This design comes from an exercise in tuning for small area, a short achievable clock period and few clock cycles on the open sky130 flow, not from production work. RTL that was checked went through simulation tests only; none was proved equivalent to the original. Power is estimated from default activity; no workload was simulated.

==> inputs of pepper <==
==> flow/design.v (excerpt) <==
module mcv_cal (
    input  wire        clk,
    input  wire        rst,
    input  wire        s_valid,
    output wire        s_ready,
    input  wire [1:0]  s_op,       
    input  wire [2:0]  s_conv,
    input  wire [27:0] s_data,
    output reg         o_valid,
    output reg         o_kind,     
    output reg  [2:0]  o_conv,
    output reg  [11:0] o_raw,
    output reg         o_clamp,
    output reg         o_ok,
    output reg  [15:0] o_gain,
    output reg  [11:0] o_offset
);
make LEC_CHECK=0 CAP_MARGIN=20 CORE_MARGIN=2 CORE_UTILIZATION=40 SLEW_MARGIN=20 finish   # period 12.0 ns
run.sh (not shown) runs the stock make flow with config.mk's settings and CLKGATE_MAP_FILE= SYNTH_SCRIPT=/design/flow/synth_recipe.tcl, a recipe that flattens the netlist after the stock synthesis.
==> inputs of amber, as changes to pepper <==
==> flow/flow/run.sh (new file) <==
#!/bin/bash
# The standard layout (standard.sh: the standard synthesis and the ORFS
# steps with the standard flow's config.mk and constraint.sdc, unchanged), with ORFS's
# repair_timing asked to leave more setup slack than the default, so that it
# also shortens paths that already meet the design's clock period.
set -euo pipefail
MARGIN=${MARGIN:-9}
bash standard.sh SETUP_SLACK_MARGIN=$MARGIN finish > run_make.log 2>&1
==> flow/standard.sh (new file) <==
#!/bin/bash
# synth_recipe.tcl (not shown) runs the flow's synth.tcl, then flattens the netlist and writes it again
# the make line also repeats each setting of config.mk as NAME=value (left out here)
make -C /OpenROAD-flow-scripts/flow DESIGN_CONFIG=/design/flow/config.mk WORK_HOME=/design/flow/orfs CLKGATE_MAP_FILE= SYNTH_SCRIPT=/design/flow/synth_recipe.tcl "${@:-finish}"
removed: flow/run.sh
==> inputs of tundra, as changes to pepper <==
--- a/flow/design.v
+++ b/flow/design.v
@@ -463,12 +463,60 @@
     wire w453 = (w391 & w392) | (w391 & 1'b1) | (w392 & 1'b1);
     wire w454 = w393 ^ w159 ^ w176;
     wire w455 = (w393 & w159) | (w393 & w176) | (w159 & w176);
     assign ra = {1'b1, w455, w453, w451, w449, w447, w445, w443, w441, w439, w437, w435, w433, w431, w429, w427, w425, w423, w421, w419, w417, w415, w413, w411, w409, w407, w405, w403, w401, w399, w397, w395, w394, w1, w0};
     assign rb = {1'b0, w177, w454, w452, w450, w448, w446, w444, w442, w440, w438, w436, w434, w432, w430, w428, w426, w424, w422, w420, w418, w416, w414, w412, w410, w408, w406, w404, w402, w400, w398, w396, bn[1], 1'b0, bn[0]};
 endmodule
+module mcv_add12 (
+    input  wire [11:0] a,
+    input  wire [11:0] b,
+    output wire [12:0] s
+);
+    wire [11:0] p = a ^ b;
+    wire g0_1 = (a[1] & b[1]) | (p[1] & (a[0] & b[0]));
+    wire q0_1 = p[1] & p[0];
+    wire g0_3 = (a[3] & b[3]) | (p[3] & (a[2] & b[2]));
+    wire q0_3 = p[3] & p[2];
+    wire g0_5 = (a[5] & b[5]) | (p[5] & (a[4] & b[4]));
+    wire q0_5 = p[5] & p[4];
+    wire g0_7 = (a[7] & b[7]) | (p[7] & (a[6] & b[6]));
+    wire q0_7 = p[7] & p[6];
+    wire g0_9 = (a[9] & b[9]) | (p[9] & (a[8] & b[8]));
+    wire q0_9 = p[9] & p[8];
+    wire g0_11 = (a[11] & b[11]) | (p[11] & (a[10] & b[10]));
+    wire q0_11 = p[11] & p[10];
+    wire g1_2 = (a[2] & b[2]) | (p[2] & g0_1);
+    wire q1_2 = p[2] & q0_1;
+    wire g1_3 = g0_3 | (q0_3 & g0_1);
+    wire q1_3 = q0_3 & q0_1;
+    wire g1_6 = (a[6] & b[6]) | (p[6] & g0_5);
+    wire q1_6 = p[6] & q0_5;
+    wire g1_7 = g0_7 | (q0_7 & g0_5);
+    wire q1_7 = q0_7 & q0_5;
+    wire g1_10 = (a[10] & b[10]) | (p[10] & g0_9);
+    wire q1_10 = p[10] & q0_9;
+    wire g1_11 = g0_11 | (q0_11 & g0_9);
+    wire q1_11 = q0_11 & q0_9;
+    wire g2_4 = (a[4] & b[4]) | (p[4] & g1_3);
+    wire q2_4 = p[4] & q1_3;
+    wire g2_5 = g0_5 | (q0_5 & g1_3);
+    wire q2_5 = q0_5 & q1_3;
+    wire g2_6 = g1_6 | (q1_6 & g1_3);
+    wire q2_6 = q1_6 & q1_3;
+    wire g2_7 = g1_7 | (q1_7 & g1_3);
+    wire q2_7 = q1_7 & q1_3;
+    wire g3_8 = (a[8] & b[8]) | (p[8] & g2_7);
+    wire q3_8 = p[8] & q2_7;
+    wire g3_9 = g0_9 | (q0_9 & g2_7);
+    wire q3_9 = q0_9 & q2_7;
+    wire g3_10 = g1_10 | (q1_10 & g2_7);
+    wire q3_10 = q1_10 & q2_7;
+    wire g3_11 = g1_11 | (q1_11 & g2_7);
+    wire q3_11 = q1_11 & q2_7;
+    assign s = {g3_11, p[11] ^ g3_10, p[10] ^ g3_9, p[9] ^ g3_8, p[8] ^ g2_7, p[7] ^ g2_6, p[6] ^ g2_5, p[5] ^ g2_4, p[4] ^ g1_3, p[3] ^ g1_2, p[2] ^ g0_1, p[1] ^ (a[0] & b[0]), p[0]};
+endmodule
 module mcv_cal (
     input  wire        clk,
     input  wire        rst,
     input  wire        s_valid,
     output wire        s_ready,
     input  wire [1:0]  s_op,       
@@ -542,31 +590,34 @@
             r_hi    = r_hi    | ({17{sel_h[i]}} & sum_hi[i]);
         end
     end
     wire        c_odd  = r_cnt[0];                          
     wire        c_last = (r_cnt == 6'd63);                  
     wire [5:0]  c_cnt1 = r_cnt + 6'd1;
-    wire [12:0] c_lo12 = {1'b0, r_lo[11:0]} + {1'b0, a_u};
-    wire [12:0] c_hi12 = {1'b0, r_hi[11:0]} + {1'b0, a_u};
+    wire [12:0] c_lo12, c_hi12;
+    mcv_add12 u_alo (.a(r_lo[11:0]), .b(a_u), .s(c_lo12));
+    mcv_add12 u_ahi (.a(r_hi[11:0]), .b(a_u), .s(c_hi12));
     wire [4:0]  c_lo5  = r_lo[16:12] + 5'd1;
     wire [4:0]  c_hi5  = r_hi[16:12] + 5'd1;
     wire [16:0] c_lo   = {c_lo12[12] ? c_lo5 : r_lo[16:12], c_lo12[11:0]};
     wire [16:0] c_hi   = {c_hi12[12] ? c_hi5 : r_hi[16:12], c_hi12[11:0]};
     wire do_cal  = go & (a_op == OP_CAL);      
     wire do_lo   = do_cal & ~c_odd;
-    wire do_hi   = do_cal & c_odd & ~c_last;
+    wire do_hi   = do_cal & c_odd;              
     wire do_last = do_cal & c_last;
     wire do_rst  = go & (a_op == OP_RESTART);  
     wire do_load = go & (a_op == OP_LOAD);     
     reg [17:0] dv_d;
     reg [16:0] dv_r;
     reg [3:0]  dv_ro;
     reg [4:0]  dv_n;
     reg        dv_okm;           
-    reg [2:0]  dv_conv;
     reg [7:0]  dv_sel;
+    reg        dv_kz;            
+    wire [2:0] dv_conv = {|dv_sel[7:4], dv_sel[7] | dv_sel[6] | dv_sel[3] | dv_sel[2],
+                          dv_sel[7] | dv_sel[5] | dv_sel[3] | dv_sel[1]};
     wire        dv_k1   = (dv_n == 5'd0);
     wire [17:0] k_d     = dv_d - {1'b0, dv_r};
     wire [17:0] k_l     = k_d + 18'h6666;
     wire [21:0] k_m     = {2'b00, dv_r, 3'b000} - {4'd0, dv_d} + 22'd28679;
     wire [17:0] g_t   = {dv_r, o_gain[15]};
     wire [18:0] g_s   = {1'b0, g_t} - {1'b0, dv_d};
@@ -627,30 +678,31 @@
             end
             if (busy ? (dv_last & dv_ok & dv_sel[i]) : (do_load & a_sx[i])) begin
                 cal_off[i]  <= busy ? f_nxt : a_data[11:0];
                 cal_gain[i] <= busy ? g_nxt : a_data[27:12];
             end
         end
-        if (do_last) begin
+        if (!busy) begin
             dv_d    <= {1'b0, c_hi};
             dv_r    <= r_lo;
-            dv_conv <= a_conv;
             dv_sel  <= a_sc;
             dv_n    <= 5'd0;
-        end
-        if (busy) begin
+        end else begin
             dv_n <= dv_n + 5'd1;
             if (dv_k1) begin
                 dv_d     <= k_d;
                 dv_r     <= 17'h0B333;
                 o_gain   <= k_l[16:1];
                 dv_ro    <= k_m[15:12];
                 o_offset <= k_m[11:0];
-                dv_okm   <= (k_m >= 22'd21504) && (k_m <= 22'd35853) &&
-                            (k_d >= 18'd89077) && (k_d <= 18'd94589);
+                dv_kz    <= (k_m[21:16] == 6'd0);
             end else begin
+                if (dv_n == 5'd1)
+                    dv_okm <= dv_kz && ({dv_ro, o_offset} >= 16'd21504) &&
+                              ({dv_ro, o_offset} <= 16'd35853) &&
+                              (dv_d >= 18'd89077) && (dv_d <= 18'd94589);
                 dv_r   <= g_q ? g_s[16:0] : g_t[16:0];
                 o_gain <= g_nxt;
                 if (f_on) begin
                     dv_ro    <= f_q ? (f_t - 5'd14) : f_t[3:0];
                     o_offset <= f_nxt;
                 end
@@ -681,14 +733,14 @@
                 busy <= 1'b0;
                 rdy  <= 1'b1;
             end
             for (i = 0; i < 8; i = i + 1) begin
                 if (((do_lo | do_last) & a_sc[i]) | (do_rst & a_sx[i]))
                     em[i] <= ~do_lo;
-                if (((do_hi | do_last) & a_sc[i]) | (do_rst & a_sx[i]))
-                    hv[i] <= do_hi;
+                if ((do_hi & a_sc[i]) | (do_rst & a_sx[i]))
+                    hv[i] <= do_hi & ~c_last;
                 if ((busy ? (dv_last & dv_ok & dv_sel[i]) : (do_load & a_sx[i])))
                     ld[i] <= 1'b1;
             end
         end
     end
 endmodule
==> flow/flow/run.sh (new file) <==
#!/bin/bash
# The standard layout (standard.sh: the standard synthesis and the ORFS
# steps with the standard flow's config.mk and constraint.sdc, unchanged), with ORFS's
# repair_timing asked to leave more setup slack than the default, so that it
# also shortens paths that already meet the design's clock period.
set -euo pipefail
MARGIN=${MARGIN:-8}
bash standard.sh SETUP_SLACK_MARGIN=$MARGIN finish > run_make.log 2>&1
==> flow/standard.sh (new file) <==
#!/bin/bash
# synth_recipe.tcl (not shown) runs the flow's synth.tcl, then flattens the netlist and writes it again
# the make line also repeats each setting of config.mk as NAME=value (left out here)
make -C /OpenROAD-flow-scripts/flow DESIGN_CONFIG=/design/flow/config.mk WORK_HOME=/design/flow/orfs CLKGATE_MAP_FILE= SYNTH_SCRIPT=/design/flow/synth_recipe.tcl "${@:-finish}"
removed: flow/run.sh
==> qor summary <==
	amber	tundra	pepper
XOR/XNOR Fraction of Synth Area	5.89%	5.53%	5.89%
Total wire length	128 mm	112 mm	109 mm
Result of the run	complete, no violations	complete, no violations	complete, no violations
Number of vias per cell after detailed routing	5.70	5.53	5.61
Multi-input gates	2075	2035	2063
Placed cell area	43500 um^2	43200 um^2	43000 um^2
Power dissipated by switching net loads	0.00156 W	0.00154 W	0.00151 W
Routed met2 length	61.0 mm	53.7 mm	50.8 mm
Compound-Gate Fraction of Synth Area	14.1%	13.8%	14.1%
Metal1 wirelength	52.7 mm	48.4 mm	47.6 mm
Synthesized-area fraction occupied by and/or/nand/nor cells	8.22%	8.43%	8.22%
Met3 GRT Util	3.67%	3.43%	3.48%
Final instance area	53900 um^2	47600 um^2	45900 um^2
Area of combinational cells with multiple inputs	19500 um^2	16800 um^2	16300 um^2
Slew @ Worst Pin	985 ps	1110 ps	1130 ps
Fraction of area in multi-input gates	36.2%	35.4%	35.6%
Net Count, Synth	3602	3599	3602
Inverter count	228	254	228
Latest clock arrival within the worst-skew pair	700 ps	660 ps	680 ps
Area growth, synth to finish	32.2%	16.4%	12.6%
Average cell area after synthesis	12.4 um^2	12.5 um^2	12.4 um^2
Via count	29700	27000	26700
Sequential cell count of the final layout	812	810	812
Worst-case headroom to the max-slew limit	34.1%	26.3%	24.7%
Testbench counts of pepper, summed over its fixed seeds: cycles 19,150.
Testbench counts of amber, summed over its fixed seeds: cycles 19,150.
Function not checked in tundra: the RTL went through the layout flow alone.

## what the ideal ports hide
The flow's constraints put no driver on any port. The routed layouts listed below were extracted and timed again, unchanged, in two steps.
Step 1, drivers: a clkbuf_16 drives clk and a buf_2 each remaining input, both assumed.
Step 2 also shifts input and output timing later by t, the mid clock arrival at the registers, as if the neighbouring blocks saw the same clock.
Three values: ideal ports, drivers, drivers and shift; two values: the first two.
run | t, ns | setup slack, ns | worst data-port slew with drivers (ns) | cell pins on the clock port's net
pepper | 0.724 | 7.296 / 7.296 / 7.296 | 0.08 | 1
amber | 0.731 | 8.025 / 8.025 / 8.025 | 0.11 | 1
tundra | 0.720 | 8.004 / 7.975 / 7.918 | 0.06 | 1
After both steps setup and hold are still met in every run listed. The setup slack of tundra, which loses most, moves by -0.029 ns with the drivers and by -0.086 ns with both steps.
